Context: an optimization exercise on an open-source flow, tuned for small area, a short achievable clock period and few clock cycles per item. The choices shown serve that exercise and are no tape-out recipe.
No functional check of the RTL was part of any run shown here.
No activity file was given, so power comes from the tool's default toggle rates.

### flow/design.v
module div_pg (
    input  wire x,
    input  wire y,
    output wire g,
    output wire p
);
    assign g = x & y;
    assign p = x ^ y;
endmodule
module div_pre (
    input  wire gh,
    input  wire ph,
    input  wire gl,
    input  wire pl,
    output wire go,
    output wire po
);
    assign go = gh | (ph & gl);
    assign po = ph & pl;
endmodule
module div_csa (
    input  wire x,
    input  wire y,
    input  wire z,
    output wire s,
    output wire c
);
    assign s = x ^ y ^ z;
    assign c = (x & y) | (x & z) | (y & z);
endmodule
module div_add #(parameter W = 67) (
    input  wire [W-1:0] x,
    input  wire [W-1:0] y,
    input  wire         ci,
    output wire [W-1:0] s,
    output wire         z
);
    reg [W-1:0] g, p;
    integer i, l;
    always @* begin
        g = x & y;
        p = x ^ y;
        g[0] = g[0] | (p[0] & ci);
        for (l = 1; l < W; l = l * 2)
            for (i = 0; i < W; i = i + 1)
                if ((i / l) % 2 == 1) begin
                    g[i] = g[i] | (p[i] & g[(i / l) * l - 1]);
                    p[i] = p[i] & p[(i / l) * l - 1];
                end
    end
    assign s = x ^ y ^ {g[W-2:0], ci};
    assign z = &(x ^ y);
endmodule
module div_width (
    input  wire [63:0] v,
    output reg  [6:0]  w
);
    integer i;
    always @* begin
        w = 7'd0;
        for (i = 0; i < 64; i = i + 1)
            if (v[i]) w = i + 1;
    end
endmodule
module div_zq (
    input  wire [63:0] a,
    input  wire [63:0] b_x,
    input  wire        a_neg,
    output wire        zq,
    output reg  [6:0]  wa           
);
    reg [63:0] ro, ra;             
    integer i, l;
    always @* begin
        ro = a;
        ra = a;
        for (l = 1; l < 64; l = l * 2)
            for (i = 0; i < 64; i = i + 1)
                if ((i / l) % 2 == 0 && (i / l) * l + l < 64) begin
                    ro[i] = ro[i] | ro[(i / l) * l + l];
                    ra[i] = ra[i] & ra[(i / l) * l + l];
                end
    end
    wire [63:0] lim = a_neg ? {~ra[62:0], 1'b1} : ro;
    assign zq = |(b_x & ~lim);
    integer k, j;
    always @* begin
        wa = {lim[63], 6'd0};
        for (k = 0; k < 6; k = k + 1)
            for (j = (1 << k) - 1; j + (1 << k) < 64; j = j + (2 << k))
                wa[k] = wa[k] | (lim[j] & ~lim[j + (1 << k)]);
    end
endmodule
module div_align (
    input  wire [64:0] v,
    input  wire [4:0]  n,
    input  wire        f,
    output reg  [64:0] s
);
    integer k;
    always @* begin
        s = v;
        for (k = 0; k < 5; k = k + 1)
            if (n[k]) s = (s << (2 << k)) | ({65{f}} & ((65'd1 << (2 << k)) - 65'd1));
    end
endmodule
module div_lo (
    input  wire [61:0] v,
    output reg  [61:0] lo
);
    integer i, l;
    always @* begin
        lo = {v[60:0], 1'b0};
        for (l = 1; l < 62; l = l * 2)
            for (i = 0; i < 62; i = i + 1)
                if ((i / l) % 2 == 1)
                    lo[i] = lo[i] | lo[(i / l) * l - 1];
    end
endmodule
module div_unit (
    input  wire        clk,
    input  wire        rst,        
    input  wire        trig,       
    input  wire        sgn,        
    input  wire [63:0] a,          
    input  wire [63:0] b,          
    output reg  [63:0] dq,         
    output reg  [63:0] dm,         
    output wire        done,       
    output reg         cpl,        
    output reg         ov,         
    output reg         dz          
);
    reg        busy;               
    reg        align;              
    reg        fix;                
    reg [6:0]  cnt;                
    reg [6:0]  wbr;                
    reg [64:0] rem;                
    reg [63:0] quo;                
    reg [64:0] dvx;                
    reg        cin;                
    reg        neg_a;              
    reg        neg_q;              
    reg [1:0]  lastq;              
    assign done = !busy;
    wire        a_neg  = sgn && a[63];
    wire        b_neg  = sgn && b[63];
    wire [63:0] b_x    = (b ^ {64{b_neg}}) | 64'd1;
    wire [6:0]  wa_x, wb;
    wire        zq;
    div_width wid_b (.v(b_x), .w(wb));
    div_zq    zqt   (.a(a), .b_x(b_x), .a_neg(a_neg), .zq(zq), .wa(wa_x));
    wire        b_zero = (b == 64'd0);
    wire        fast   = b_zero || zq;           
    wire        mp_t   = a_neg && !b_neg;        
    wire        inv   = !neg_q;
    wire [6:0]  shamt = cnt - wbr;                    
    wire [64:0] sh;
    div_align aln (.v({neg_q ^ neg_a, quo} ^ {65{inv}}), .n(shamt[5:1]), .f(inv), .s(sh));
    wire [66:0] r67 = {{2{rem[64]}}, rem};
    wire [66:0] x1  = {{2{dvx[64]}}, dvx};
    wire [66:0] x2  = {dvx[64], dvx, cin};        
    wire [66:0] cs, cc0;
    genvar gi;
    generate
        for (gi = 0; gi < 67; gi = gi + 1) begin : csa
            div_csa u (.x(r67[gi]), .y(x1[gi]), .z(x2[gi]), .s(cs[gi]), .c(cc0[gi]));
        end
    endgenerate
    wire [66:0] cc = {cc0[65:0], cin};
    wire [66:0] s1, s2, s3;
    wire        z1, z2, z3;
    div_add #(.W(67)) add1 (.x(r67), .y(x1), .ci(cin), .s(s1), .z(z1));
    div_add #(.W(67)) add2 (.x(r67), .y(x2), .ci(cin), .s(s2), .z(z2));
    div_add #(.W(67)) add3 (.x(cs),  .y(cc), .ci(cin), .s(s3), .z(z3));
    wire        acc1 = align || (neg_a ? (s1[66] | (cin & z1)) : !s1[66]);
    wire        acc2 = !align && (neg_a ? (s2[66] | (cin & z2)) : !s2[66]);
    wire        acc3 = !align && (neg_a ? (s3[66] | (cin & z3)) : !s3[66]);
    wire [64:0] rsel = acc3 ? s3[64:0] : acc2 ? s2[64:0] : acc1 ? s1[64:0] : rem;
    wire [1:0]  dig  = {acc2, acc3 | (acc1 & !acc2)};
    wire [61:0] quo_lo;
    div_lo qlo (.v(quo[61:0]), .lo(quo_lo));
    wire [61:0] q_flip  = quo_lo & {62{neg_q}};               
    wire [1:0]  qd      = fix ? lastq : dig;
    wire        qd_z    = fix ? (lastq == 2'b00) : !acc1;
    wire [63:0] q_res   = {quo[61:0] ^ (qd_z ? q_flip : {62{neg_q}}), neg_q ? 2'b00 - qd : qd};
    wire [63:0] r_res   = fix ? s1[63:0] : rsel[63:0];
    wire        last    = (cnt == 7'd0);
    wire        wr      = busy && !align && (fix || (last && !(neg_a && !cin)));
    always @(posedge clk) begin
        wbr <= wb;
        if (trig) begin
            cnt <= wa_x;
            rem <= {a_neg, a};
            dvx <= {65{mp_t}};           
        end else begin
            rem <= rsel;
            if (align) begin
                cnt <= {2'b0, shamt[5:1]};
                dvx <= sh;
            end else begin
                cnt <= cnt - 7'd1;
                dvx <= (last && neg_a && !cin) ? 65'd0 : {{2{dvx[64]}}, dvx[64:2]};
            end
        end
    end
    always @(posedge clk) begin
        cpl <= 1'b0;
        if (rst) begin
            busy <= 1'b0;
            dq   <= 64'd0;
            dm   <= 64'd0;
        end else if (trig) begin
            ov    <= a_neg && b_neg && (a == 64'h8000_0000_0000_0000) &&
                     (b == 64'hFFFF_FFFF_FFFF_FFFF);
            dz    <= b_zero;
            neg_a <= a_neg;
            neg_q <= a_neg ^ b_neg;
            busy  <= !fast;
            align <= 1'b1;
            fix   <= 1'b0;
            quo   <= b;
            cin   <= 1'b0;
            if (fast) begin
                cpl  <= 1'b1;
                dq   <= 64'd0;
                dm   <= a;
            end
        end else if (busy) begin
            if (align) begin
                align <= 1'b0;
                quo   <= 64'd0;
                cin   <= inv;
            end else if (fix) begin
                busy <= 1'b0;
                cpl  <= 1'b1;
            end else begin
                quo <= {quo[61:0], dig};
                if (last) begin
                    if (neg_a && !cin) begin
                        fix   <= 1'b1;
                        lastq <= dig;
                        quo   <= quo;
                        cin   <= 1'b1;
                    end else begin
                        busy <= 1'b0;
                        cpl  <= 1'b1;
                    end
                end
            end
            if (wr) begin
                dq <= q_res;
                dm <= r_res;
            end
        end
    end
endmodule
### flow/flow/run.sh
#!/bin/bash
# The standard layout (standard.sh, unchanged synthesis), with two changes
# to how the layout is made:
#  - the port buffers that ORFS inserts are plain buf_2 cells instead of
#    the delay cell buffer_ports picks by default;
#  - timing repair aims at a tighter setup margin.
export BUFFER_PORTS_ARGS="-buffer_cell sky130_fd_sc_hd__buf_2"
export SETUP_SLACK_MARGIN=6
bash standard.sh > standard.log 2>&1
### flow/standard.sh
#!/bin/bash
# synth_recipe.tcl (not shown) runs the flow's synth.tcl, then flattens the netlist and writes it again
# the make line also repeats each setting of config.mk as NAME=value (left out here)
make -C /OpenROAD-flow-scripts/flow DESIGN_CONFIG=/design/flow/config.mk WORK_HOME=/design/flow/orfs CLKGATE_MAP_FILE= SYNTH_SCRIPT=/design/flow/synth_recipe.tcl "${@:-finish}"
### flow/config.mk
export PLATFORM = sky130hd
export DESIGN_NAME = div_unit
export DESIGN_NICKNAME = div_unit
export VERILOG_FILES = /design/flow/design.v
export SDC_FILE = /design/flow/constraint.sdc
export NUM_CORES = 4
export LEC_CHECK = 0
export CAP_MARGIN = 20
export CORE_MARGIN = 2
export CORE_UTILIZATION = 40
export SLEW_MARGIN = 20
export SYNTH_HIERARCHICAL = 1
export SYNTH_MINIMUM_KEEP_SIZE = 0
### flow/constraint.sdc
create_clock -name core_clock -period 11.0 [get_ports {clk}]
set_input_delay 2.2000 -clock core_clock [delete_from_list [all_inputs] [get_ports {clk}]]
set_output_delay 2.2000 -clock core_clock [all_outputs]
set_load 0.01 [all_outputs]
==> impl_metrics.env, run 1 <==
export IMPL_clkSinkCount=346
export IMPL_htree_levels=2
export IMPL_final_setup_skew_ns=0.0385
export IMPL_cp_top_family="compound AO/OA/AOI/OAI gates"
export IMPL_fmax_mhz=193
export IMPL_hold_class="register to register"
export IMPL_die_area_um2=99500
export IMPL_die_h_um=315
export IMPL_clock_latency_ns=0.66
export IMPL_vias=41300
export IMPL_cp_data_required_time_ns=11.51
export IMPL_worst_r2r_startpoint="cin"
export IMPL_cap_violations=0
export IMPL_rows=114
export IMPL_start_util_pct=40.2
export IMPL_postCtsHoldBufs=0
export IMPL_drv_slew=0
export IMPL_grt_total_usage_pct=34.6
export IMPL_period_share_pct=47.0
export IMPL_cts_tree="built"
export IMPL_nNetsFinal=5318
export IMPL_r2r_end="dm[3]"
export IMPL_place_gp_congestion=1.04
export IMPL_crit_buf_inv=4
export IMPL_die_w_um=315
export IMPL_setup_worst_path_class="register to register"
export IMPL_syn_avg_cell_area_um2=8.31
export IMPL_core_um2=96400
export IMPL_cp_slowest_stage_delay_ns=0.59
export IMPL_grt_first_pass_wirelength_um=258000
export IMPL_cts_buffers=44
export IMPL_yosys_warnings=12
export IMPL_vdd_ir_drop_max_v=0.000286
export IMPL_critPathSlowestCell="or4_4"
export IMPL_grt_max_degree=97
export IMPL_drt_pass1_iter_count=6
export IMPL_cp_num_cells=20
export IMPL_hpwl_um=129000
export IMPL_rsz0062_at_grt="yes"
export IMPL_final_cell_area_um2=45300
export IMPL_fin_tns_setup_ns=0
export IMPL_worst_slew_pin_slew_ns=1.24
export IMPL_portBuffers=263
export IMPL_cts_buffer_depth=3
export IMPL_status="finished clean"
export IMPL_endpoint="dm[3]"
export IMPL_ctsRootBufferMaster="clkbuf_16"
export IMPL_finalWirelength_um=184000
export IMPL_clkTransAtPathRegs_ns=0.06
export IMPL_worstPathCellList="fa_1 -> inv_2 -> fa_2 -> inv_2 -> fa_2 -> nand3_2 -> a21o_1 -> a211o_4 -> a21oi_4 -> nor3_4 -> o21ai_2 -> buf_4 -> a21o_1 -> a311oi_2 -> a21oi_2 -> a211oi_4 -> or4_4 -> buf_12 -> o221ai_1 -> mux2i_1"
export IMPL_leakage_nw=18.0
export IMPL_syn_inst=4669
export IMPL_cp_arrival_ns=5.69
export IMPL_fin_crit_ns=5.17
export IMPL_critPathMaxFanout=43
export IMPL_reg2reg_slack_ns=5.83
export IMPL_slew_headroom_pct=17.3
export IMPL_critPathCaptureType="register"
export IMPL_hold_viol_final=0
export IMPL_reg2reg_depth=20
export IMPL_route_detailed_drc=0
export IMPL_pwr_density_cell_nw_per_um2=395
export IMPL_syn_cell_area_um2=38800
export IMPL_ios=264
export IMPL_grt_overflow=0
export IMPL_drtIter0Drc=5421
export IMPL_crit_start="cin"
export IMPL_drive_above_1_share_pct=19.6
export IMPL_vias_per_cell=6.66
export IMPL_antenna_found_initial=7
export IMPL_ant_nets=0
export IMPL_area_growth_syn_to_layout_pct=16.7
export IMPL_setup_violations=0
export IMPL_grt_pass1_vias=38100
export IMPL_wl_per_cell_um=29.6
export IMPL_placedInstanceArea_um2=41100
export IMPL_cp_start_kind="register"
sequential cells by signal (all words and copies together), names as in the netlist:
signal	cells
align	1
busy	1
cin	1
cnt	7
cpl	1
dm	64
dq	64
dvx	65
dz	1
fix	1
lastq	2
neg_a	1
neg_q	1
ov	1
quo	64
rem	65
wbr	6
cell usage in the layout (no fill, tap or decap), types with 79 or more instances in the layout:
cell and count:
dfxtp_1 265, o21ai_0 161, nand3_1 79, a21oi_1 293, nor2b_1 102, xnor2_1 273, inv_1 133, mux2_2 101
a22o_1 132, ha_1 206, nor3_1 140, mux2i_1 130, fa_1 90, nand2_1 359, o211ai_1 87, buf_4 127
nor2_1 391, nand2b_1 98, nand4_1 83, buf_2 257
stage by stage:
stage / instances / total power [mW] / setup slack [ns] / util [%] / hold WS, ns
finish: 6205 / 17.9 / 5.83 / 46.9 / 0.454
global route: 6201 / 18.9 / 5.75 / 46.9 / 0.477
CTS: 6144 / 16.7 / 5.93 / 45.7 / 0.459
detailed placement: 5978 / 14.2 / 3.30 / 42.6 / 0.451
global placement: 5978 / 14.1 / 3.37 / 42.6 / 0.443
floorplan: 4670 / 11.2 / 5.93 / - / 0.483
worst reg2reg max path, delay by kind of cell (launching register included):
family / cells / cell delay (ns)
buffers and inverters: 4 / 0.48
and+or+nand+nor: 3 / 0.74
adders and majority gates: 3 / 1.13
AOI/OAI and AO/OA: 9 / 2.08
muxes: 1 / 0.11
DFF: 1 / 0.50
per-layer routing:
metal	up-vias	global-route usage [%]	share of wire, %	wire length [µm]
met4	4	18.0	6.2	11500
li1	18200	-	-	-
met2	2457	53.2	43	79900
met5	-	0	0.014	26
met3	526	6.70	10	19000
met1	20100	45.9	40	73300
final cells by class:
cell class,count,area (µm²)
Sequential cell,346,7680
Timing Repair Buffer,450,3590
Tap cell,1276,1600
Clock inverter,27,295
Multi-Input combinational cell,3906,30400
Clock buffer,55,1190
Antenna cell,5,12.5
Inverter,140,543
Fill cell,9530,51200
where the power goes:
part	internal (mW)	switching, mW
logic	5.74	8.37
registers	1.60	0.577
clock network	0.874	0.700
total	8.22	9.65
worst min path at each step:
stage | endpoint | slack (ns) | start | cells past startpoint
2_1_floorplan | dm[24] | 0.48 | dm[24] | 2
3_3_place_gp | dm[23] | 0.44 | dm[23] | 2
3_5_place_dp | dm[14] | 0.45 | dm[14] | 2
4_1_cts | dm[63] | 0.46 | dm[63] | 2
5_1_grt | dm[20] | 0.48 | dm[20] | 2
6_report | dm[63] | 0.45 | dm[63] | 2
what timing repair did:
| action | 4_1_cts | 5_1_grt |
|---|---|---|
| pin swaps | 39 | 89 |
| endpoints found under the setup margin | 202 | 198 |
| buffers inserted | 65 | 37 |
| cloned | 19 | 19 |
| resized for setup | 131 | 115 |
==> run 2: changes to the inputs <==
--- a/flow/design.v
+++ b/flow/design.v
@@ -134,6 +134,7 @@
     reg        busy;               
     reg        align;              
     reg        fix;                
+    reg        zero;               
     reg [6:0]  cnt;                
     reg [6:0]  wbr;                
     reg [64:0] rem;                
@@ -188,6 +189,7 @@
     wire [63:0] r_res   = fix ? s1[63:0] : rsel[63:0];
     wire        last    = (cnt == 7'd0);
     wire        wr      = busy && !align && (fix || (last && !(neg_a && !cin)));
+    wire        wr0     = busy && align && zero;
     always @(posedge clk) begin
         wbr <= wb;
         if (trig) begin
@@ -217,21 +219,21 @@
             dz    <= b_zero;
             neg_a <= a_neg;
             neg_q <= a_neg ^ b_neg;
-            busy  <= !fast;
+            zero  <= fast;
+            busy  <= 1'b1;
             align <= 1'b1;
             fix   <= 1'b0;
             quo   <= b;
             cin   <= 1'b0;
-            if (fast) begin
-                cpl  <= 1'b1;
-                dq   <= 64'd0;
-                dm   <= a;
-            end
         end else if (busy) begin
             if (align) begin
                 align <= 1'b0;
                 quo   <= 64'd0;
                 cin   <= inv;
+                if (zero) begin
+                    busy <= 1'b0;
+                    cpl  <= 1'b1;
+                end
             end else if (fix) begin
                 busy <= 1'b0;
                 cpl  <= 1'b1;
@@ -249,7 +251,10 @@
                     end
                 end
             end
-            if (wr) begin
+            if (wr0) begin
+                dq <= 64'd0;
+                dm <= rem[63:0];
+            end else if (wr) begin
                 dq <= q_res;
                 dm <= r_res;
             end
--- a/flow/flow/run.sh
+++ b/flow/flow/run.sh
@@ -5,5 +5,5 @@
 #    the delay cell buffer_ports picks by default;
 #  - timing repair aims at a tighter setup margin.
 export BUFFER_PORTS_ARGS="-buffer_cell sky130_fd_sc_hd__buf_2"
-export SETUP_SLACK_MARGIN=6
+export SETUP_SLACK_MARGIN=6.5
 bash standard.sh > standard.log 2>&1
==> run 2 against run 1 <==
Compared with the run above:
- wire length down 5.3%
- clock power is 4% higher
- worst hold slack improved by 0.024 ns
- cell count down 2.9%
- clock skew decreased by 0.0019 ns
- sequential power fell by 3%
- clock-buffer cell count down 1
- design area up 1.4%
- maximum frequency is essentially flat
- highest routed layer is now met4
- synthesized area is essentially flat
- still clean
==> impl_metrics.env, run 2 <==
export IMPL_status="finished clean"
export IMPL_netSwitchingFraction_pct=52.2
export IMPL_syn_cell_area_um2=38800
export IMPL_vias=40000
export IMPL_postCtsHoldBufs=0
export IMPL_cp_data_required_time_ns=11.49
export IMPL_finalWirelength_um=174000
export IMPL_worst_r2r_startpoint="cin"
export IMPL_rsz0062_at_grt="yes"
export IMPL_ctsRootBufferMaster="clkbuf_16"
export IMPL_pre_cts_slack_ns=4.42
export IMPL_wl_met3_um=18700
export IMPL_hold_class="register to register"
export IMPL_grt_max_degree=91
export IMPL_drv_slew=0
export IMPL_drive_above_1_share_pct=22.9
export IMPL_ios=264
export IMPL_pwr_density_cell_nw_per_um2=374
export IMPL_wl_met2_um=74700
export IMPL_yosys_warnings=12
export IMPL_wl_per_cell_um=28.9
export IMPL_cts_buffers=45
export IMPL_ant_nets=0
export IMPL_wl_met1_um=70200
export IMPL_cts_tree="built"
export IMPL_vdd_ir_drop_max_v=0.000252
export IMPL_cts_buffer_depth=3
export IMPL_fin_crit_ns=5.17
export IMPL_die_h_um=315
export IMPL_fin_tns_setup_ns=0
export IMPL_fmax_mhz=193
export IMPL_portBuffers=263
export IMPL_start_util_pct=40.2
export IMPL_reg2reg_depth=21
export IMPL_cp_arrival_ns=5.67
export IMPL_setup_violations=0
export IMPL_area_growth_syn_to_layout_pct=18.3
export IMPL_clock_latency_ns=0.66
export IMPL_hp_start="dq[61]"
export IMPL_rows=114
export IMPL_grt_first_pass_wirelength_um=251000
export IMPL_pwr_share_comb_pct=78.1
export IMPL_nNetsFinal=5139
export IMPL_critPathCaptureType="register"
export IMPL_p_int_mw=8.21
export IMPL_utilization_pct=47.6
export IMPL_drtIter0Drc=5114
export IMPL_slew_headroom_pct=10.1
export IMPL_grt_overflow=0
export IMPL_final_cell_mix="nand2_1 (356), nor2_1 (326), xnor2_1 (271), dfxtp_1 (266), inv_1 (262)"
export IMPL_syn_inst=4472
export IMPL_period_share_pct=47.0
export IMPL_route_detailed_drc=0
export IMPL_holdPathEnd="dq[61]"
export IMPL_r2r_end="dm[35]"
export IMPL_final_setup_skew_ns=0.0366
export IMPL_power_switching_mw=8.98
export IMPL_hpwl_um=126000
export IMPL_reg2reg_slack_ns=5.83
export IMPL_die_w_um=315
export IMPL_reg_top3="dvx (65), rem (65)"
export IMPL_leakage_nw=18.9
export IMPL_worst_slack_ns=5.83
export IMPL_power_frac_seq_pct=12.3
export IMPL_antenna_found_initial=9
export IMPL_setup_worst_path_class="register to register"
export IMPL_syn_avg_cell_area_um2=8.67
export IMPL_worst_slew_pin_slew_ns=1.35
export IMPL_route_top_layer_used="met4"
export IMPL_critPathMaxFanout=9
export IMPL_die_area_um2=99500
export IMPL_vias_per_cell=6.64
export IMPL_drt_pass1_iter_count=9
export IMPL_htree_levels=2
export IMPL_mostFrequentLayoutCell="nand2_1"
export IMPL_grt_pass1_vias=37200
export IMPL_holdPathStages=1
export IMPL_hold_viol_final=0
export IMPL_power_frac_clock_pct=9.5
export IMPL_core_um2=96400
export IMPL_clkSinkCount=347
export IMPL_clkTransAtPathRegs_ns=0.07
export IMPL_crit_start="cin"
export IMPL_place_gp_congestion=1.02
export IMPL_grt_total_usage_pct=33.5
export IMPL_cap_violations=0
export IMPL_cp_start_kind="register"
[run 2: worst max path at each step]
stage,endpoint,slack (ns),cells past startpoint
after floorplan,zero,6.45,12
after global placement,dm[1],4.56,19
after detailed placement,dm[1],4.42,19
after CTS,dm[35],5.94,21
after global routing,dm[36],5.76,21
final,dm[35],5.83,21
[run 2: worst max-delay path, cell delays in order, from the launching register on]
cell,delay (ns)
edfxtp_1,0.45
fa_1,0.54
inv_1,0.06
fa_2,0.33
inv_2,0.07
fa_2,0.21
nand3_2,0.08
a21o_4,0.26
a211o_4,0.36
a21oi_4,0.23
nor3_2,0.09
o21ai_2,0.19
a211oi_2,0.07
a311oi_2,0.32
nor2b_4,0.25
a211oi_4,0.05
buf_6,0.16
or4b_4,0.54
a21boi_4,0.19
buf_12,0.19
bufbuf_16,0.31
a221oi_2,0.07
[run 2: metrics by stage]
| step | instance area (µm²) | hold slack [ns] | power [mW] | instances |
|---|---|---|---|---|
| 6_report | 45900 | 0.478 | 17.2 | 6027 |
| 5_1_grt | 45900 | 0.490 | 18.2 | 6024 |
| 4_1_cts | 44800 | 0.476 | 16.4 | 5973 |
| 3_5_place_dp | 41000 | 0.456 | 13.2 | 5786 |
| 3_3_place_gp | 41000 | 0.454 | 13.1 | 5786 |
| 2_1_floorplan | 39000 | 0.498 | 10.3 | 4473 |
[run 2: power groups by stage]
stage | registers (mW) | logic [mW] | clock network, mW
floorplan | 1.95 | 8.38 | 0
global placement | 2.12 | 11.0 | 0
detailed placement | 2.14 | 11.0 | 0
CTS | 2.11 | 12.6 | 1.65
global route | 2.17 | 14.3 | 1.69
finish | 2.12 | 13.4 | 1.64
[run 2: final cells by class]
class | count | area (µm²)
diodes | 4 | 10.0
clock buffers | 54 | 1230
clock inverters | 30 | 364
fillers | 9284 | 50500
inverters | 270 | 1020
multi-input cells | 3590 | 30000
flip-flops and latches | 347 | 7710
well taps | 1276 | 1600
repair buffers | 456 | 3960
[run 2: timing repair]
item	CTS	global route
cloned	29	3
setup endpoints to repair	236	208
pin swaps	42	44
setup buffers	74	47
gates resized for setup	195	137
[run 2: layer usage]
metal | up-vias | global-route usage, %
met5 | - | 0
met4 | 0 | 16.3
met3 | 527 | 6.86
met2 | 2419 | 50.9
met1 | 19500 | 45.4
li1 | 17600 | -
==> run 3: changes to the inputs <==
--- a/flow/design.v
+++ b/flow/design.v
@@ -116,6 +116,22 @@
                 if ((i / l) % 2 == 1)
                     lo[i] = lo[i] | lo[(i / l) * l - 1];
     end
+endmodule
+module div_sel (
+    input  wire neg_a,
+    input  wire zc,                
+    input  wire force1,
+    input  wire n1, n2, n3,        
+    input  wire z1, z2, z3,        
+    output wire sel3, sel2, sel1, sel0
+);
+    wire acc1 = force1 | (neg_a ? (n1 | (zc & z1)) : !n1);
+    wire acc2 = !force1 & (neg_a ? (n2 | (zc & z2)) : !n2);
+    wire acc3 = !force1 & (neg_a ? (n3 | (zc & z3)) : !n3);
+    assign sel3 = acc3;
+    assign sel2 = acc2 & !acc3;
+    assign sel1 = acc1 & !acc2;
+    assign sel0 = !acc1;
 endmodule
 module div_unit (
     input  wire        clk,
@@ -134,7 +150,6 @@
     reg        busy;               
     reg        align;              
     reg        fix;                
-    reg        zero;               
     reg [6:0]  cnt;                
     reg [6:0]  wbr;                
     reg [64:0] rem;                
@@ -175,21 +190,36 @@
     div_add #(.W(67)) add1 (.x(r67), .y(x1), .ci(cin), .s(s1), .z(z1));
     div_add #(.W(67)) add2 (.x(r67), .y(x2), .ci(cin), .s(s2), .z(z2));
     div_add #(.W(67)) add3 (.x(cs),  .y(cc), .ci(cin), .s(s3), .z(z3));
-    wire        acc1 = align || (neg_a ? (s1[66] | (cin & z1)) : !s1[66]);
-    wire        acc2 = !align && (neg_a ? (s2[66] | (cin & z2)) : !s2[66]);
-    wire        acc3 = !align && (neg_a ? (s3[66] | (cin & z3)) : !s3[66]);
-    wire [64:0] rsel = acc3 ? s3[64:0] : acc2 ? s2[64:0] : acc1 ? s1[64:0] : rem;
+    localparam NG = 8;             
+    wire [NG-1:0] g3, g2, g1, g0;
+    genvar gs;
+    generate
+        for (gs = 0; gs < NG; gs = gs + 1) begin : sg
+            div_sel u (.neg_a(neg_a), .zc(cin), .force1(align | fix),
+                       .n1(s1[66]), .n2(s2[66]), .n3(s3[66]), .z1(z1), .z2(z2), .z3(z3),
+                       .sel3(g3[gs]), .sel2(g2[gs]), .sel1(g1[gs]), .sel0(g0[gs]));
+        end
+    endgenerate
+    reg [64:0] rsel;
+    integer ib;
+    always @* begin
+        for (ib = 0; ib < 65; ib = ib + 1)
+            rsel[ib] = (g3[ib % NG] & s3[ib]) | (g2[ib % NG] & s2[ib]) |
+                       (g1[ib % NG] & s1[ib]) | (g0[ib % NG] & rem[ib]);
+    end
+    wire        acc1 = !g0[0];
+    wire        acc2 = g2[0] | g3[0];
+    wire        acc3 = g3[0];
     wire [1:0]  dig  = {acc2, acc3 | (acc1 & !acc2)};
     wire [61:0] quo_lo;
     div_lo qlo (.v(quo[61:0]), .lo(quo_lo));
     wire [61:0] q_flip  = quo_lo & {62{neg_q}};               
     wire [1:0]  qd      = fix ? lastq : dig;
-    wire        qd_z    = fix ? (lastq == 2'b00) : !acc1;
+    wire        qd_z    = fix ? (lastq == 2'b00) : g0[1];
     wire [63:0] q_res   = {quo[61:0] ^ (qd_z ? q_flip : {62{neg_q}}), neg_q ? 2'b00 - qd : qd};
-    wire [63:0] r_res   = fix ? s1[63:0] : rsel[63:0];
+    wire [63:0] r_res   = rsel[63:0];
     wire        last    = (cnt == 7'd0);
     wire        wr      = busy && !align && (fix || (last && !(neg_a && !cin)));
-    wire        wr0     = busy && align && zero;
     always @(posedge clk) begin
         wbr <= wb;
         if (trig) begin
@@ -219,21 +249,21 @@
             dz    <= b_zero;
             neg_a <= a_neg;
             neg_q <= a_neg ^ b_neg;
-            zero  <= fast;
-            busy  <= 1'b1;
+            busy  <= !fast;
             align <= 1'b1;
             fix   <= 1'b0;
             quo   <= b;
             cin   <= 1'b0;
+            if (fast) begin
+                cpl  <= 1'b1;
+                dq   <= 64'd0;
+                dm   <= a;
+            end
         end else if (busy) begin
             if (align) begin
                 align <= 1'b0;
                 quo   <= 64'd0;
                 cin   <= inv;
-                if (zero) begin
-                    busy <= 1'b0;
-                    cpl  <= 1'b1;
-                end
             end else if (fix) begin
                 busy <= 1'b0;
                 cpl  <= 1'b1;
@@ -251,10 +281,7 @@
                     end
                 end
             end
-            if (wr0) begin
-                dq <= 64'd0;
-                dm <= rem[63:0];
-            end else if (wr) begin
+            if (wr) begin
                 dq <= q_res;
                 dm <= r_res;
             end
--- a/flow/flow/run.sh
+++ b/flow/flow/run.sh
@@ -5,5 +5,5 @@
 #    the delay cell buffer_ports picks by default;
 #  - timing repair aims at a tighter setup margin.
 export BUFFER_PORTS_ARGS="-buffer_cell sky130_fd_sc_hd__buf_2"
-export SETUP_SLACK_MARGIN=6.5
+export SETUP_SLACK_MARGIN=6
 bash standard.sh > standard.log 2>&1
==> run 3 against run 2 <==
Compared with the run above:
- still clean
- global-route usage grew 1.8 points
- worst hold slack gained 0.082 ns
- clock skew grew 0.0078 ns
- maximum frequency shrank 1.8%
- flip-flop and latch count shrank 1
- clock-buffer cell count grew 4
- power shrank 6.3%
- sequential power grew 7%
- first-iteration DRC count grew 4.8%
- critical endpoint is now dm[4]
==> impl_metrics.env, run 3 <==
export IMPL_grt_pass1_vias=36200
export IMPL_finalPower_mw=16.1
export IMPL_cp_start_kind="register"
export IMPL_power_frac_seq_pct=14.1
export IMPL_power_frac_clock_pct=9.8
export IMPL_die_h_um=310
export IMPL_fin_crit_ns=5.27
export IMPL_drtIter0Drc=5360
export IMPL_ctsRootBufferMaster="clkbuf_16"
export IMPL_dpl_cell_count=5721
export IMPL_pre_cts_slack_ns=4.05
export IMPL_p_int_mw=7.47
export IMPL_grt_overflow=0
export IMPL_wl_per_cell_um=29.9
export IMPL_setup_violations=0
export IMPL_drive_above_1_share_pct=21.5
export IMPL_critPathMaxFanout=7
export IMPL_worst_slack_ns=5.73
export IMPL_postCtsHoldBufs=0
export IMPL_die_area_um2=96200
export IMPL_core_um2=93000
export IMPL_cts_tree="built"
export IMPL_worst_slew_pin_slew_ns=1.08
export IMPL_ios=264
export IMPL_critPathCaptureType="register"
export IMPL_yosys_warnings=12
export IMPL_leakage_nw=17.5
export IMPL_finalWirelength_um=177000
export IMPL_netSwitchingFraction_pct=53.6
export IMPL_fin_hold_ws_ns=0.560
export IMPL_start_util_pct=40.3
export IMPL_reg_top3="dvx (65), rem (65)"
export IMPL_grt_first_pass_wirelength_um=252000
export IMPL_antenna_found_initial=15
export IMPL_area_growth_syn_to_layout_pct=17.5
export IMPL_fmax_mhz=190
export IMPL_grt_total_usage_pct=35.4
export IMPL_vias=39500
export IMPL_drt_pass1_iter_count=7
export IMPL_final_setup_skew_ns=0.0444
export IMPL_hold_viol_final=0
export IMPL_mostFrequentLayoutCell="nand2_1"
export IMPL_drv_slew=0
export IMPL_grt_max_degree=95
export IMPL_instances_no_fill=5924
export IMPL_syn_avg_cell_area_um2=8.51
export IMPL_period_share_pct=47.9
export IMPL_hpwl_um=130000
export IMPL_rows=112
export IMPL_place_gp_congestion=1.08
export IMPL_ant_nets=0
export IMPL_status="finished clean"
export IMPL_clkSinkCount=346
export IMPL_cts_buffer_depth=3
export IMPL_clkTransAtPathRegs_ns=0.06
export IMPL_slew_headroom_pct=27.7
export IMPL_htree_levels=2
export IMPL_rsz0062_at_grt="yes"
export IMPL_nNetsFinal=5059
export IMPL_portBuffers=263
export IMPL_setup_worst_path_class="register to register"
export IMPL_power_switching_mw=8.63
export IMPL_cp_data_required_time_ns=11.47
export IMPL_cap_violations=0
export IMPL_pwr_density_cell_nw_per_um2=366
export IMPL_pwr_share_comb_pct=76.1
export IMPL_vias_per_cell=6.67
export IMPL_vdd_ir_drop_max_v=0.000209
export IMPL_route_detailed_drc=0
export IMPL_cts_buffers=45
export IMPL_die_w_um=310
export IMPL_clock_latency_ns=0.67
export IMPL_final_cell_mix="nand2_1 (369), a21oi_1 (298), xnor2_1 (271), nor2_1 (267), dfxtp_1 (259)"
export IMPL_fin_tns_setup_ns=0
export IMPL_cp_arrival_ns=5.74
export IMPL_hold_class="register to register"
export IMPL_syn_cell_area_um2=37500
export IMPL_syn_inst=4405
## run 3: metrics by stage
| step | cell area [µm²] | util [%] |
|---|---|---|
| 2_1_floorplan | 37600 | - |
| 3_3_place_gp | 39800 | 42.8 |
| 3_5_place_dp | 39800 | 42.8 |
| 4_1_cts | 42900 | 46.1 |
| 5_1_grt | 44000 | 47.3 |
| 6_report | 44100 | 47.3 |
## run 3: critical path, stage by stage (launching register included)
cell and delay (ns):
dfxtp_1 0.64, fa_1 0.51, ha_1 0.36, a211o_1 0.35, a21oi_2 0.19, a211o_1 0.24
a21oi_4 0.12, nor3_4 0.18, buf_6 0.15, o21ai_4 0.07, or2_4 0.29, o311a_4 0.37
buf_6 0.14, nor2b_4 0.12, a211oi_4 0.21, buf_12 0.15, nor3_4 0.05, buf_12 0.21
a22oi_2 0.18, nand2_1 0.10, mux2_4 0.33, nand3_4 0.07, a21oi_2 0.06
## run 3: worst paths after layout
check                           startpoint  endpoint  slack (ns)  cells past startpoint
worst max-delay path                dvx[4]     dm[4]        5.73                     22
worst min-delay path                dm[52]    dm[52]        0.56                      2
worst max register to register      dvx[4]     dm[4]        5.73                     22
worst min register to register      dm[52]    dm[52]        0.56                      2
## run 3: what timing repair did
item | CTS | global route
buffers inserted | 49 | 43
gates resized for setup | 202 | 167
pin swaps | 50 | 42
gates cloned | 17 | 6
setup endpoints to repair | 203 | 199
## run 3: area by class of cell
class | count | area (µm²)
multi-input combinational | 3677 | 29800
fill | 9070 | 49000
clock buffer | 58 | 1220
antenna | 4 | 10.0
inverter | 143 | 537
tap | 1254 | 1570
timing repair buffer | 416 | 2940
clock inverter | 26 | 323
sequential | 346 | 7680
## run 3: power groups by stage
stage	Combinational (mW)	Sequential, mW	Clock [mW]
after floorplan	7.90	1.99	0
after global placement	10.9	2.26	0
after detailed placement	10.9	2.26	0
after CTS	11.5	2.24	1.59
after global routing	13.1	2.29	1.63
final	12.3	2.27	1.58
## run 3: per-layer routing
metal  part of all wire, %  track usage (%)  vias to the layer above
met1                    40             47.4                    19100
met4                   7.0             21.0                       10
li1                      -                -                    17300
met3                    11             7.83                      576
met2                    42             51.9                     2502
met5                 0.034                0                        -
==> run 4: changes to the inputs <==
--- a/flow/config.mk
+++ b/flow/config.mk
@@ -7,7 +7,7 @@
 export LEC_CHECK = 0
 export CAP_MARGIN = 20
 export CORE_MARGIN = 2
-export CORE_UTILIZATION = 40
+export CORE_UTILIZATION = 60
 export SLEW_MARGIN = 20
 export SYNTH_HIERARCHICAL = 1
 export SYNTH_MINIMUM_KEEP_SIZE = 0
==> run 4 against run 3 <==
Compared with the run above:
- sequential share of layout area barely moved
- power up 1.4%
- wire length decreased by 3.1%
- synthesized cell count did not move
- global-route usage grew 15 points
- critical endpoint is now dm[49]
- largest cell class unchanged
- largest power group unchanged
==> impl_metrics.env, run 4 <==
export IMPL_status="finished clean"
export IMPL_fin_hold_ws_ns=0.562
export IMPL_route_detailed_drc=0
export IMPL_drtIter0Drc=6697
export IMPL_clkSinkCount=346
export IMPL_drive_above_1_share_pct=22.9
export IMPL_htree_levels=2
export IMPL_setup_worst_path_class="register to register"
export IMPL_area_growth_syn_to_layout_pct=17.3
export IMPL_holdPathEnd="dq[33]"
export IMPL_antenna_found_initial=16
export IMPL_postCtsHoldBufs=0
export IMPL_reg2reg_depth=18
export IMPL_cp_top_family="compound AO/OA/AOI/OAI gates"
export IMPL_hpwl_um=121000
export IMPL_slew_headroom_pct=24.7
export IMPL_period_share_pct=47.8
export IMPL_power_frac_clock_pct=8.9
export IMPL_die_w_um=254
export IMPL_nNetsFinal=5090
export IMPL_leakage_nw=17.7
export IMPL_grt_pass1_vias=36900
export IMPL_drt_pass1_iter_count=11
export IMPL_rows=91
export IMPL_critPathCaptureType="register"
export IMPL_mostFrequentLayoutCell="nand2_1"
export IMPL_cp_slowest_stage_delay_ns=0.62
export IMPL_yosys_warnings=12
export IMPL_r2r_end="dm[49]"
export IMPL_core_um2=61700
export IMPL_die_area_um2=64500
export IMPL_netSwitchingFraction_pct=53.9
export IMPL_setup_violations=0
export IMPL_final_cell_mix="nand2_1 (361), a21oi_1 (285), xnor2_1 (271), nor2_1 (266), dfxtp_1 (255)"
export IMPL_pwr_density_cell_nw_per_um2=371
export IMPL_finalPower_mw=16.3
export IMPL_ios=264
export IMPL_drv_slew=0
export IMPL_fin_crit_ns=5.26
export IMPL_clock_latency_ns=0.63
export IMPL_finalWirelength_um=172000
export IMPL_critPathSlowestCell="dfxtp_1"
export IMPL_ctsRootBufferMaster="clkbuf_16"
export IMPL_final_setup_skew_ns=0.0305
export IMPL_placedInstanceArea_um2=39300
export IMPL_place_gp_congestion=1.12
export IMPL_hold_class="register to register"
export IMPL_pre_cts_slack_ns=4.17
export IMPL_rsz0062_at_grt="yes"
export IMPL_fin_tns_setup_ns=0
export IMPL_worst_r2r_startpoint="dvx[21]"
export IMPL_portBuffers=263
export IMPL_hp_start="dq[33]"
export IMPL_vias=40900
export IMPL_syn_avg_cell_area_um2=8.51
export IMPL_power_switching_mw=8.80
export IMPL_cp_start_kind="register"
export IMPL_reg_top3="dvx (65), rem (65)"
export IMPL_grt_overflow=0
export IMPL_final_cell_area_um2=44000
export IMPL_cp_common_cell="nand4_1"
export IMPL_wl_per_cell_um=31.0
export IMPL_start_util_pct=60.7
export IMPL_grt_max_degree=92
export IMPL_clkTransAtPathRegs_ns=0.06
export IMPL_cp_data_required_time_ns=11.48
export IMPL_cts_buffers=41
export IMPL_die_h_um=254
export IMPL_cap_violations=0
export IMPL_vdd_ir_drop_max_v=0.000262
export IMPL_holdPathStages=2
export IMPL_worstPathCellList="fa_1 -> ha_1 -> nand4_1 -> nor2_1 -> nand4_1 -> a21oi_4 -> nor3_4 -> o21ai_2 -> o2111ai_2 -> o311a_4 -> nor2b_1 -> a211oi_4 -> buf_4 -> a22oi_1 -> nand2_4 -> mux2_4 -> nand3_2 -> a21oi_2"
export IMPL_p_int_mw=7.53
export IMPL_reg2reg_slack_ns=5.74
export IMPL_cp_arrival_ns=5.74
export IMPL_cts_buffer_depth=3
export IMPL_syn_inst=4405
export IMPL_fmax_mhz=190
export IMPL_ant_nets=0
export IMPL_power_frac_seq_pct=13.7
export IMPL_crit_buf_inv=1
export IMPL_pwr_share_comb_pct=77.4
export IMPL_grt_total_usage_pct=50.1
export IMPL_syn_cell_area_um2=37500
export IMPL_hold_viol_final=0
export IMPL_worst_slack_ns=5.74
export IMPL_critPathMaxFanout=8
export IMPL_worst_slew_pin_slew_ns=1.13
export IMPL_cts_tree="built"
export IMPL_n_fill_cell=4965
export IMPL_vias_per_cell=7.39
export IMPL_grt_first_pass_wirelength_um=241000
[run 4: per-stage QoR]
| step | utilization, % | std cells |
|---|---|---|
| 2_1_floorplan | - | 4406 |
| 3_3_place_gp | 63.6 | 5302 |
| 3_5_place_dp | 63.6 | 5302 |
| 4_1_cts | 68.1 | 5457 |
| 5_1_grt | 71.3 | 5531 |
| 6_report | 71.3 | 5539 |
[run 4: final cells by class]
class                   count  area, µm²  share of cell area (%)
flip-flops and latches    346       7690                    17.5
well taps                 837       1050                    2.38
inverters                 143        537                    1.22
multi-input cells        3669      29900                    68.0
repair buffers            459       3430                    7.80
clock inverters            23        285                   0.649
clock buffers              51       1070                    2.44
diodes                     11       27.5                  0.0626
[run 4: power groups by stage]
stage	Combinational [mW]	Clock, mW	Sequential [mW]
final	12.6	1.45	2.24
after CTS	11.2	1.44	2.19
after floorplan	7.90	0	1.99
after detailed placement	10.8	0	2.21
after global routing	13.3	1.49	2.26
after global placement	10.7	0	2.21
[run 4: worst max path at each step]
stage,cells after the start,startpoint,to,slack [ns]
floorplan,16,b[63],dq[17],5.98
global placement,14,a[63],dm[61],4.28
detailed placement,14,a[63],dm[58],4.17
CTS,23,cin,dq[1],5.98
global route,22,cin,dm[49],5.67
finish,18,dvx[21],dm[49],5.74
[run 4: tightest hold or removal path: cells and delay by family, from the launching register on]
family         cells  cell delay, ns
flip-flops         1            0.30
AO/OA/AOI/OAI      2            0.21
[run 4: metal layers]
layer | vias up | global-route usage [%] | share of wire, %
met5 | - | 0 | 0.038
met4 | 10 | 39.2 | 9.6
met3 | 977 | 17.7 | 16
met2 | 3337 | 68.9 | 39
met1 | 19300 | 63.4 | 36
li1 | 17300 | - | -
[run 4: what timing repair did]
item,in CTS,in global routing
buffers inserted,69,60
gates resized for setup,138,304
pin swaps,44,81
endpoints found under the setup margin,202,190
cloned,12,7
==> run 5: changes to the inputs <==
--- a/flow/design.v
+++ b/flow/design.v
@@ -123,7 +123,10 @@
     input  wire force1,
     input  wire n1, n2, n3,        
     input  wire z1, z2, z3,        
-    output wire sel3, sel2, sel1, sel0
+    input  wire fix,               
+    input  wire lz,                
+    output wire sel3, sel2, sel1, sel0,
+    output wire qz                 
 );
     wire acc1 = force1 | (neg_a ? (n1 | (zc & z1)) : !n1);
     wire acc2 = !force1 & (neg_a ? (n2 | (zc & z2)) : !n2);
@@ -132,6 +135,7 @@
     assign sel2 = acc2 & !acc3;
     assign sel1 = acc1 & !acc2;
     assign sel0 = !acc1;
+    assign qz   = fix ? lz : !acc1;
 endmodule
 module div_unit (
     input  wire        clk,
@@ -191,13 +195,14 @@
     div_add #(.W(67)) add2 (.x(r67), .y(x2), .ci(cin), .s(s2), .z(z2));
     div_add #(.W(67)) add3 (.x(cs),  .y(cc), .ci(cin), .s(s3), .z(z3));
     localparam NG = 8;             
-    wire [NG-1:0] g3, g2, g1, g0;
+    wire [NG-1:0] g3, g2, g1, g0, gz;
     genvar gs;
     generate
         for (gs = 0; gs < NG; gs = gs + 1) begin : sg
             div_sel u (.neg_a(neg_a), .zc(cin), .force1(align | fix),
                        .n1(s1[66]), .n2(s2[66]), .n3(s3[66]), .z1(z1), .z2(z2), .z3(z3),
-                       .sel3(g3[gs]), .sel2(g2[gs]), .sel1(g1[gs]), .sel0(g0[gs]));
+                       .fix(fix), .lz(lastq == 2'b00),
+                       .sel3(g3[gs]), .sel2(g2[gs]), .sel1(g1[gs]), .sel0(g0[gs]), .qz(gz[gs]));
         end
     endgenerate
     reg [64:0] rsel;
@@ -215,8 +220,13 @@
     div_lo qlo (.v(quo[61:0]), .lo(quo_lo));
     wire [61:0] q_flip  = quo_lo & {62{neg_q}};               
     wire [1:0]  qd      = fix ? lastq : dig;
-    wire        qd_z    = fix ? (lastq == 2'b00) : g0[1];
-    wire [63:0] q_res   = {quo[61:0] ^ (qd_z ? q_flip : {62{neg_q}}), neg_q ? 2'b00 - qd : qd};
+    reg  [61:0] q_hi;
+    integer iq;
+    always @* begin
+        for (iq = 0; iq < 62; iq = iq + 1)
+            q_hi[iq] = quo[iq] ^ (gz[(iq + 2) % NG] ? q_flip[iq] : neg_q);
+    end
+    wire [63:0] q_res   = {q_hi, neg_q ? 2'b00 - qd : qd};
     wire [63:0] r_res   = rsel[63:0];
     wire        last    = (cnt == 7'd0);
     wire        wr      = busy && !align && (fix || (last && !(neg_a && !cin)));
--- a/flow/config.mk
+++ b/flow/config.mk
@@ -7,7 +7,7 @@
 export LEC_CHECK = 0
 export CAP_MARGIN = 20
 export CORE_MARGIN = 2
-export CORE_UTILIZATION = 60
+export CORE_UTILIZATION = 50
 export SLEW_MARGIN = 20
 export SYNTH_HIERARCHICAL = 1
 export SYNTH_MINIMUM_KEEP_SIZE = 0
==> run 5 against run 4 <==
Compared with the run above:
- register-to-register slack lost 0.02 ns
- highest routed layer unchanged
- critical path depth grew 5
- via count up 0.25%
- power up 6.0%
- wire length up 9.2%
- first-iteration DRC count fell by 12%
- critical endpoint is now dm[33]
- clock power barely moved
- combinational power increased by 7%
- sequential power up 3%
- worst setup slack got worse by 0.024 ns
- die area rose by 19%
==> impl_metrics.env, run 5 <==
export IMPL_critPathCaptureType="register"
export IMPL_cp_start_kind="register"
export IMPL_holdPathStages=2
export IMPL_grt_first_pass_wirelength_um=262000
export IMPL_setup_worst_path_class="register to register"
export IMPL_final_cell_mix="nand2_1 (295), nor2_1 (292), xnor2_1 (247), buf_2 (240), dfxtp_1 (237)"
export IMPL_cts_buffer_depth=3
export IMPL_start_util_pct=50.3
export IMPL_dpl_cell_count=5457
export IMPL_ant_nets=0
export IMPL_rows=100
export IMPL_p_int_mw=7.77
export IMPL_die_area_um2=76800
export IMPL_syn_inst=4433
export IMPL_setup_violations=0
export IMPL_nNetsFinal=5096
export IMPL_fin_crit_ns=5.29
export IMPL_ios=264
export IMPL_leakage_nw=17.6
export IMPL_place_gp_congestion=1.04
export IMPL_status="finished clean"
export IMPL_grt_overflow=0
export IMPL_area_growth_syn_to_layout_pct=19.4
export IMPL_critPathMaxFanout=8
export IMPL_mostFrequentLayoutCell="nand2_1"
export IMPL_slew_headroom_pct=9.65
export IMPL_syn_cell_area_um2=37300
export IMPL_endpoint="dm[33]"
export IMPL_rsz0062_at_grt="yes"
export IMPL_die_w_um=277
export IMPL_drv_slew=0
export IMPL_cp_arrival_ns=5.73
export IMPL_period_share_pct=48.1
export IMPL_reg2reg_depth=23
export IMPL_cts_buffers=42
export IMPL_worst_r2r_startpoint="cin"
export IMPL_reg_top3="dvx (65), rem (65)"
export IMPL_clkSinkCount=346
export IMPL_drt_pass1_iter_count=8
export IMPL_netSwitchingFraction_pct=55.1
export IMPL_portBuffers=263
export IMPL_pwr_share_comb_pct=78.2
export IMPL_finalWirelength_um=188000
export IMPL_vias=41000
export IMPL_grt_max_degree=130
export IMPL_antenna_found_initial=12
export IMPL_route_detailed_drc=0
export IMPL_cap_violations=0
export IMPL_vias_per_cell=7.23
export IMPL_crit_start="cin"
export IMPL_instances_no_fill=5676
export IMPL_clkTransAtPathRegs_ns=0.06
export IMPL_clock_latency_ns=0.64
export IMPL_hold_class="register to register"
export IMPL_vdd_ir_drop_max_v=0.000230
export IMPL_syn_avg_cell_area_um2=8.42
export IMPL_ctsRootBufferMaster="clkbuf_16"
export IMPL_hpwl_um=136000
export IMPL_worst_slew_pin_slew_ns=1.36
export IMPL_htree_levels=2
export IMPL_pwr_density_cell_nw_per_um2=389
export IMPL_cp_data_required_time_ns=11.45
export IMPL_reg2reg_slack_ns=5.71
export IMPL_power_switching_mw=9.54
export IMPL_power_frac_clock_pct=8.4
export IMPL_wl_per_cell_um=33.1
export IMPL_grt_total_usage_pct=46.0
export IMPL_yosys_warnings=12
export IMPL_final_setup_skew_ns=0.0717
export IMPL_die_h_um=277
export IMPL_utilization_pct=60.1
export IMPL_r2r_end="dm[33]"
export IMPL_grt_pass1_vias=37700
export IMPL_fmax_mhz=189
export IMPL_worst_slack_ns=5.71
export IMPL_power_frac_seq_pct=13.3
export IMPL_pre_cts_slack_ns=4.05
export IMPL_hold_viol_final=0
export IMPL_core_um2=74200
export IMPL_cts_tree="built"
export IMPL_drive_above_1_share_pct=24.2
export IMPL_drtIter0Drc=5923
export IMPL_fin_tns_setup_ns=0
==> run 5: cell types whose count changed in the layout (fill, tap and decap cells not counted), sizes merged, moves of 64 or more <==
cell / delta
a21bo: -134
nand2: -82
a21oi: -78
inv: +77
o31ai: +71
o21ai: +67
mux2: -65
o2111ai: +64
==> run 5: power by group through the flow <==
| stage | registers, mW | clock network, mW | logic [mW] |
|---|---|---|---|
| 2_1_floorplan | 1.99 | 0 | 8.27 |
| 3_3_place_gp | 2.27 | 0 | 11.6 |
| 3_5_place_dp | 2.27 | 0 | 11.6 |
| 4_1_cts | 2.25 | 1.45 | 12.3 |
| 5_1_grt | 2.32 | 1.50 | 14.2 |
| 6_report | 2.31 | 1.46 | 13.5 |
==> run 5: how the worst min path moves through the flow <==
stage               start     to  slack, ns
floorplan           dq[0]  dq[0]       0.48
global placement    dq[0]  dq[0]       0.46
detailed placement  dq[0]  dq[0]       0.46
CTS                 dq[0]  dq[0]       0.47
global route        dq[0]  dq[0]       0.48
finish              dq[0]  dq[0]       0.47
==> run 5: timing repair <==
item | CTS | global route
pin swaps | 44 | 77
gates resized for setup | 278 | 242
buffers inserted | 81 | 37
setup endpoints to repair | 203 | 196
gates cloned | 11 | 4
hold buffers | 0 | 0
==> run 5: critical path, stage by stage, from the launching register on <==
cell and delay (ns):
edfxtp_1 0.49, fa_1 0.62, inv_1 0.07, fa_2 0.33, inv_2 0.07, fa_2 0.22
nand3_2 0.08, a21o_1 0.21, a211o_4 0.38, a21oi_4 0.18, nor3_4 0.09, o21ai_2 0.23
or2_4 0.22, o311a_4 0.33, buf_6 0.14, nor2b_4 0.04, a211oi_2 0.20, buf_6 0.13
and3b_4 0.20, buf_12 0.15, a22oi_2 0.17, nand3_2 0.20, o21ai_4 0.24, o31ai_2 0.09
==> run 5: layer usage <==
metal / vias up / wire length (µm) / track usage (%)
li1: 17500 / - / -
met1: 19900 / 70500 / 59.4
met2: 2990 / 79300 / 67.7
met3: 683 / 24200 / 13.3
met4: 4 / 13700 / 28.1
met5: - / 29 / 0
==> run 5: through the flow <==
step | hold slack [ns] | total power [mW] | cell area [µm²]
3_3_place_gp | 0.458 | 13.8 | 39600
5_1_grt | 0.477 | 18.1 | 44500
3_5_place_dp | 0.464 | 13.8 | 39600
4_1_cts | 0.471 | 16.0 | 43000
2_1_floorplan | 0.481 | 10.3 | 37800
6_report | 0.471 | 17.3 | 44600
==> run 5: layout make-up <==
class                   count  area [µm²]
inverters                 226         857
fillers                  6662       29600
clock inverters            18         256
diodes                      9        22.5
clock buffers              58        1160
flip-flops and latches    346        7720
multi-input cells        3603       29800
well taps                 969        1210
repair buffers            447        3550
==> run 6: changes to the inputs <==
--- a/flow/flow/run.sh
+++ b/flow/flow/run.sh
@@ -5,5 +5,5 @@
 #    the delay cell buffer_ports picks by default;
 #  - timing repair aims at a tighter setup margin.
 export BUFFER_PORTS_ARGS="-buffer_cell sky130_fd_sc_hd__buf_2"
-export SETUP_SLACK_MARGIN=6
+export SETUP_SLACK_MARGIN=6.4
 bash standard.sh > standard.log 2>&1
==> run 6 against run 5 <==
Compared with the run above:
- still clean
- register-to-register slack improved by 0.13 ns
- wire length up 0.52%
- critical path depth stayed put
- synthesized area is the same
- cell count rose by 1.5%
- die area stayed put
- worst setup slack better by 0.13 ns
- via count is 1.1% higher
- combinational power grew 5%
- critical endpoint is now rem[35]
- largest cell class unchanged
==> impl_metrics.env, run 6 <==
export IMPL_crit_start="cin"
export IMPL_final_cell_mix="nand2_1 (293), nor2_1 (290), xnor2_1 (248), buf_2 (233), dfxtp_1 (225)"
export IMPL_r2r_end="rem[35]"
export IMPL_pwr_density_cell_nw_per_um2=385
export IMPL_nNetsFinal=5189
export IMPL_placedInstanceArea_um2=40400
export IMPL_yosys_warnings=12
export IMPL_period_share_pct=46.9
export IMPL_cts_tree="built"
export IMPL_place_gp_congestion=1.06
export IMPL_finalWirelength_um=189000
export IMPL_antenna_found_initial=4
export IMPL_drv_slew=0
export IMPL_grt_pass1_vias=38000
export IMPL_ctsRootBufferMaster="clkbuf_16"
export IMPL_die_h_um=277
export IMPL_leakage_nw=18.5
export IMPL_portBuffers=263
export IMPL_slew_headroom_pct=10.6
export IMPL_core_um2=74200
export IMPL_vias_per_cell=7.20
export IMPL_pre_cts_slack_ns=3.68
export IMPL_cap_violations=0
export IMPL_syn_inst=4433
export IMPL_worst_slack_ns=5.84
export IMPL_setup_violations=0
export IMPL_dpl_cell_count=5452
export IMPL_critPathMaxFanout=8
export IMPL_cts_buffers=41
export IMPL_endpoint="rem[35]"
export IMPL_ios=264
export IMPL_wl_per_cell_um=32.8
export IMPL_cp_start_kind="register"
export IMPL_reg_top3="dvx (65), rem (65)"
export IMPL_vdd_ir_drop_max_v=0.000235
export IMPL_syn_avg_cell_area_um2=8.42
export IMPL_die_area_um2=76800
export IMPL_grt_first_pass_wirelength_um=266000
export IMPL_htree_levels=2
export IMPL_worst_r2r_startpoint="cin"
export IMPL_hpwl_um=137000
export IMPL_drt_pass1_iter_count=8
export IMPL_drive_above_1_share_pct=29.4
export IMPL_fin_tns_setup_ns=0
export IMPL_clock_latency_ns=0.63
export IMPL_worst_slew_pin_slew_ns=1.34
export IMPL_reg2reg_slack_ns=5.84
export IMPL_syn_cell_area_um2=37300
export IMPL_die_w_um=277
export IMPL_status="finished clean"
export IMPL_mostFrequentLayoutCell="nand2_1"
export IMPL_ant_nets=0
export IMPL_rsz0062_at_grt="yes"
export IMPL_hold_viol_final=0
export IMPL_grt_overflow=0
export IMPL_critPathCaptureType="register"
export IMPL_setup_worst_path_class="register to register"
export IMPL_area_growth_syn_to_layout_pct=25.6
export IMPL_hold_class="register to register"
export IMPL_clkTransAtPathRegs_ns=0.06
export IMPL_fin_hold_ws_ns=0.477
export IMPL_start_util_pct=50.3
export IMPL_reg2reg_depth=23
export IMPL_final_setup_skew_ns=0.0532
export IMPL_grt_total_usage_pct=46.8
export IMPL_final_cell_area_um2=46900
export IMPL_route_detailed_drc=0
export IMPL_finalPower_mw=18.1
export IMPL_utilization_pct=63.2
export IMPL_fmax_mhz=194
export IMPL_instances_no_fill=5761
export IMPL_rows=100
export IMPL_postCtsHoldBufs=0
export IMPL_cp_arrival_ns=5.62
export IMPL_vias=41500
export IMPL_drtIter0Drc=5776
export IMPL_fin_crit_ns=5.16
export IMPL_clkSinkCount=346
export IMPL_cp_data_required_time_ns=11.46
export IMPL_cts_buffer_depth=3
export IMPL_grt_max_degree=118
## run 6: cell type report
type                       count  area [µm²]
antenna                        3        7.51
clock buffer                  60        1200
clock inverter                13         203
fill                        6306       27300
inverter                     226         858
multi-input combinational   3605       31000
sequential                   346        7750
tap                          969        1210
timing repair buffer         539        4620
## run 6: timing repair
| action | CTS | global route |
|---|---|---|
| endpoints found under the hold margin | 0 | 0 |
| pin swaps | 94 | 66 |
| setup buffers | 147 | 59 |
| setup endpoints to repair | 205 | 207 |
| gates resized for setup | 393 | 184 |
| gates cloned | 18 | 7 |
## run 6: critical path: stages, from the launching register on
cell and delay, ns:
edfxtp_1 0.46, fa_1 0.50, inv_1 0.09, fa_2 0.20
inv_2 0.04, fa_2 0.37, nand3_2 0.09, a21o_1 0.17
a211o_1 0.21, a21oi_4 0.11, nor3_4 0.25, o21ai_4 0.13
or2_4 0.27, buf_12 0.13, o311a_4 0.36, buf_4 0.16
nor2b_4 0.10, a211oi_2 0.07, buf_6 0.13, buf_4 0.21
a22oi_1 0.29, nand3_1 0.29, o21ai_2 0.23, inv_1 0.14
## run 6: per-layer routing
layer | GRT usage (%) | vias to the layer above | wire length [µm]
li1 | - | 17700 | -
met4 | 30.6 | 2 | 15700
met2 | 66.9 | 3086 | 76000
met1 | 61.4 | 19900 | 71800
met5 | 0 | - | 9
met3 | 13.4 | 761 | 25100
## run 6: worst min-delay path by stage
stage	to	start	slack [ns]	depth (start not counted)
6_report	dq[0]	dq[0]	0.48	2
5_1_grt	dq[0]	dq[0]	0.50	2
4_1_cts	dq[0]	dq[0]	0.48	2
3_5_place_dp	dq[0]	dq[0]	0.47	2
3_3_place_gp	dq[0]	dq[0]	0.47	2
2_1_floorplan	dq[0]	dq[0]	0.49	2
## run 6: power by group
part	internal [mW]	switching, mW	total (mW)
Sequential	1.62	0.771	2.39
Combinational	5.75	8.49	14.2
Clock	0.819	0.610	1.43
==> run 7: changes to the inputs <==
--- a/flow/design.v
+++ b/flow/design.v
@@ -63,25 +63,22 @@
     end
 endmodule
 module div_zq (
-    input  wire [63:0] a,
+    input  wire [63:0] a_x,
     input  wire [63:0] b_x,
     input  wire        a_neg,
     output wire        zq,
     output reg  [6:0]  wa           
 );
-    reg [63:0] ro, ra;             
+    reg [63:0] top;                
     integer i, l;
     always @* begin
-        ro = a;
-        ra = a;
+        top = a_x;
         for (l = 1; l < 64; l = l * 2)
             for (i = 0; i < 64; i = i + 1)
-                if ((i / l) % 2 == 0 && (i / l) * l + l < 64) begin
-                    ro[i] = ro[i] | ro[(i / l) * l + l];
-                    ra[i] = ra[i] & ra[(i / l) * l + l];
-                end
-    end
-    wire [63:0] lim = a_neg ? {~ra[62:0], 1'b1} : ro;
+                if ((i / l) % 2 == 0 && (i / l) * l + l < 64)
+                    top[i] = top[i] | top[(i / l) * l + l];
+    end
+    wire [63:0] lim = a_neg ? {top[62:0], 1'b1} : top;
     assign zq = |(b_x & ~lim);
     integer k, j;
     always @* begin
@@ -170,7 +167,8 @@
     wire [6:0]  wa_x, wb;
     wire        zq;
     div_width wid_b (.v(b_x), .w(wb));
-    div_zq    zqt   (.a(a), .b_x(b_x), .a_neg(a_neg), .zq(zq), .wa(wa_x));
+    wire [63:0] a_x    = a ^ {64{a_neg}};
+    div_zq    zqt   (.a_x(a_x), .b_x(b_x), .a_neg(a_neg), .zq(zq), .wa(wa_x));
     wire        b_zero = (b == 64'd0);
     wire        fast   = b_zero || zq;           
     wire        mp_t   = a_neg && !b_neg;        
--- a/flow/flow/run.sh
+++ b/flow/flow/run.sh
@@ -5,5 +5,5 @@
 #    the delay cell buffer_ports picks by default;
 #  - timing repair aims at a tighter setup margin.
 export BUFFER_PORTS_ARGS="-buffer_cell sky130_fd_sc_hd__buf_2"
-export SETUP_SLACK_MARGIN=6.4
+export SETUP_SLACK_MARGIN=6
 bash standard.sh > standard.log 2>&1
==> run 7 against run 6 <==
Compared with the run above:
- critical endpoint is now dm[61]
- die area down 1.0%
- worst setup slack better by 0.069 ns
- critical path depth down 7
- register-to-register slack better by 0.11 ns
- via count down 4.5%
- synthesized area down 1.1%
- wire length down 7.0%
- clock power up 8%
- first-iteration DRC count down 12%
- combinational power down 5%
==> impl_metrics.env, run 7 <==
export IMPL_status="finished clean"
export IMPL_pre_cts_slack_ns=3.26
export IMPL_cp_data_required_time_ns=11.51
export IMPL_pwr_density_cell_nw_per_um2=382
export IMPL_ant_nets=0
export IMPL_start_util_pct=50.5
export IMPL_cp_start_kind="input pin"
export IMPL_critPathMaxFanout=7
export IMPL_die_w_um=276
export IMPL_fmax_mhz=196
export IMPL_hold_class="register to register"
export IMPL_final_setup_skew_ns=0.0260
export IMPL_grt_max_degree=107
export IMPL_die_h_um=276
export IMPL_power_frac_seq_pct=13.0
export IMPL_cts_buffer_depth=3
export IMPL_finalWirelength_um=176000
export IMPL_crit_start="a[49]"
export IMPL_wl_per_cell_um=31.1
export IMPL_mostFrequentLayoutCell="nor2_1"
export IMPL_drtIter0Drc=5061
export IMPL_rsz0062_at_grt="yes"
export IMPL_power_frac_clock_pct=8.9
export IMPL_leakage_nw=17.9
export IMPL_grt_overflow=0
export IMPL_drive_above_1_share_pct=24.8
export IMPL_r2r_end="dm[63]"
export IMPL_core_um2=73100
export IMPL_portBuffers=263
export IMPL_die_area_um2=76000
export IMPL_cp_arrival_ns=5.60
export IMPL_critPathCaptureType="register"
export IMPL_cts_tree="built"
export IMPL_grt_first_pass_wirelength_um=247000
export IMPL_grt_total_usage_pct=44.2
export IMPL_clkTransAtPathRegs_ns=0.07
export IMPL_vias=39600
export IMPL_cts_buffers=44
export IMPL_nNetsFinal=5066
export IMPL_p_int_mw=8.01
export IMPL_syn_avg_cell_area_um2=8.45
export IMPL_clkSinkCount=346
export IMPL_cap_violations=0
export IMPL_hold_viol_final=0
export IMPL_place_gp_congestion=1.02
export IMPL_ios=264
export IMPL_antenna_found_initial=5
export IMPL_reg2reg_slack_ns=5.95
export IMPL_power_switching_mw=9.23
export IMPL_vdd_ir_drop_max_v=0.000247
export IMPL_pwr_share_comb_pct=78.1
export IMPL_dpl_cell_count=5388
export IMPL_fin_tns_setup_ns=0
export IMPL_setup_worst_path_class="input pin to register"
export IMPL_drt_pass1_iter_count=28
export IMPL_drv_slew=0
export IMPL_hpwl_um=126000
export IMPL_worst_r2r_startpoint="dvx[26]"
export IMPL_final_cell_area_um2=45100
export IMPL_route_detailed_drc=0
export IMPL_syn_cell_area_um2=36900
export IMPL_postCtsHoldBufs=0
export IMPL_instances_no_fill=5637
export IMPL_grt_pass1_vias=35800
export IMPL_reg2reg_depth=18
export IMPL_worst_slew_pin_slew_ns=1.06
export IMPL_clock_latency_ns=0.62
export IMPL_ctsRootBufferMaster="clkbuf_16"
export IMPL_slew_headroom_pct=28.6
export IMPL_yosys_warnings=12
export IMPL_placedInstanceArea_um2=39400
export IMPL_worst_slack_ns=5.91
export IMPL_reg_top3="dvx (65), rem (65)"
export IMPL_final_cell_mix="nor2_1 (299), nand2_1 (271), dfxtp_1 (267), xnor2_1 (261), buf_2 (258)"
export IMPL_vias_per_cell=7.02
export IMPL_area_growth_syn_to_layout_pct=22.2
export IMPL_endpoint="dm[61]"
export IMPL_netSwitchingFraction_pct=53.6
export IMPL_period_share_pct=46.3
export IMPL_syn_inst=4372
export IMPL_htree_levels=2
export IMPL_rows=99
export IMPL_setup_violations=0
export IMPL_fin_crit_ns=5.09
==> run 7: worst min-delay path by stage <==
stage / depth (start not counted) / start / end
after floorplan: 2 / dq[0] / dq[0]
after global placement: 2 / dq[0] / dq[0]
after detailed placement: 2 / dq[0] / dq[0]
after CTS: 2 / dq[0] / dq[0]
after global routing: 2 / dm[47] / dm[47]
final: 2 / dq[0] / dq[0]
==> run 7: per-stage QoR <==
step                      total power, mW  util, %  hold WS, ns
final                                17.2     61.7        0.485
after global routing                 18.2     61.7        0.510
after CTS                            16.3     59.5        0.469
after detailed placement             13.7     53.8        0.458
after global placement               13.7     53.8        0.440
after floorplan                      10.4        -        0.480
==> run 7: layout make-up <==
class / instances / area (µm²)
antenna: 6 / 15.0
multi-input combinational: 3553 / 30000
clock inverter: 24 / 248
sequential: 346 / 7670
tap: 959 / 1200
fill: 6427 / 28000
inverter: 228 / 891
timing repair buffer: 463 / 3800
clock buffer: 58 / 1280
==> run 7: power groups by stage <==
stage / registers, mW / logic, mW / clock network [mW]
after floorplan: 2.01 / 8.40 / 0
after global placement: 2.22 / 11.5 / 0
after detailed placement: 2.22 / 11.5 / 0
after CTS: 2.20 / 12.6 / 1.55
after global routing: 2.26 / 14.3 / 1.59
final: 2.23 / 13.5 / 1.54
==> run 7: repair_timing <==
item	CTS	global route
gates cloned	20	8
setup buffers	92	40
setup endpoints to repair	205	198
hold endpoints to repair	0	0
pin swaps	92	83
resized for setup	343	185
==> run 7: routing by layer <==
layer  vias to the layer above  GRT usage, %  wire length, µm
li1                      17300             -                -
met1                     19100          57.8            67000
met2                      2554          65.5            73400
met3                       673          11.2            21300
met4                         2          26.8            13800
met5                         -             0               13
==> run 7: critical path: stages <==
cell and delay [ns]:
buf_2 0.36, xnor2_1 0.24, or4_4 0.62, or3_1 0.33
nor3_1 0.16, o21ai_0 0.11, o2111ai_1 0.14, a211oi_2 0.07
nand4_1 0.19, inv_1 0.09, o41a_4 0.13, buf_12 0.16
o21a_4 0.29, buf_6 0.17, buf_16 0.14, o31ai_2 0.16

-- afterwards: timing with drivers on the ports --
Ports are ideal in the flow. The routed layouts listed here were re-timed in OpenROAD. Step 1, drivers: a clkbuf_16 drives clk and a buf_2 each remaining input, both assumed. Step 2 also shifts input and output timing later by t, the mid clock arrival at the registers, as if the neighbouring blocks saw the same clock. Slacks: no drivers / after step 1 / after step 2; pairs: no drivers / after step 1.
| run | t, ns | setup slack, ns | worst hold slack (ns) |
|---|---|---|---|
| run 1 | 0.720 | 5.828 / 5.828 / 5.116 | 0.454 / 0.454 / 0.454 |
| run 2 | 0.714 | 5.825 / 5.825 / 5.692 | 0.478 / 0.478 / 0.478 |
| run 3 | 0.713 | 5.731 / 5.731 / 5.149 | 0.560 / 0.560 / 0.560 |
| run 4 | 0.687 | 5.738 / 5.738 / 5.185 | 0.562 / 0.562 / 0.562 |
| run 5 | 0.673 | 5.714 / 5.714 / 5.230 | 0.471 / 0.471 / 0.471 |
| run 6 | 0.678 | 5.842 / 5.842 / 5.220 | 0.477 / 0.477 / 0.477 |
| run 7 | 0.677 | 5.911 / 5.811 / 5.134 | 0.485 / 0.485 / 0.485 |
After both steps every run listed still meets setup and hold. For run 7, which loses most, drivers alone change the setup slack by -0.100 ns; drivers and shift together by -0.777 ns.
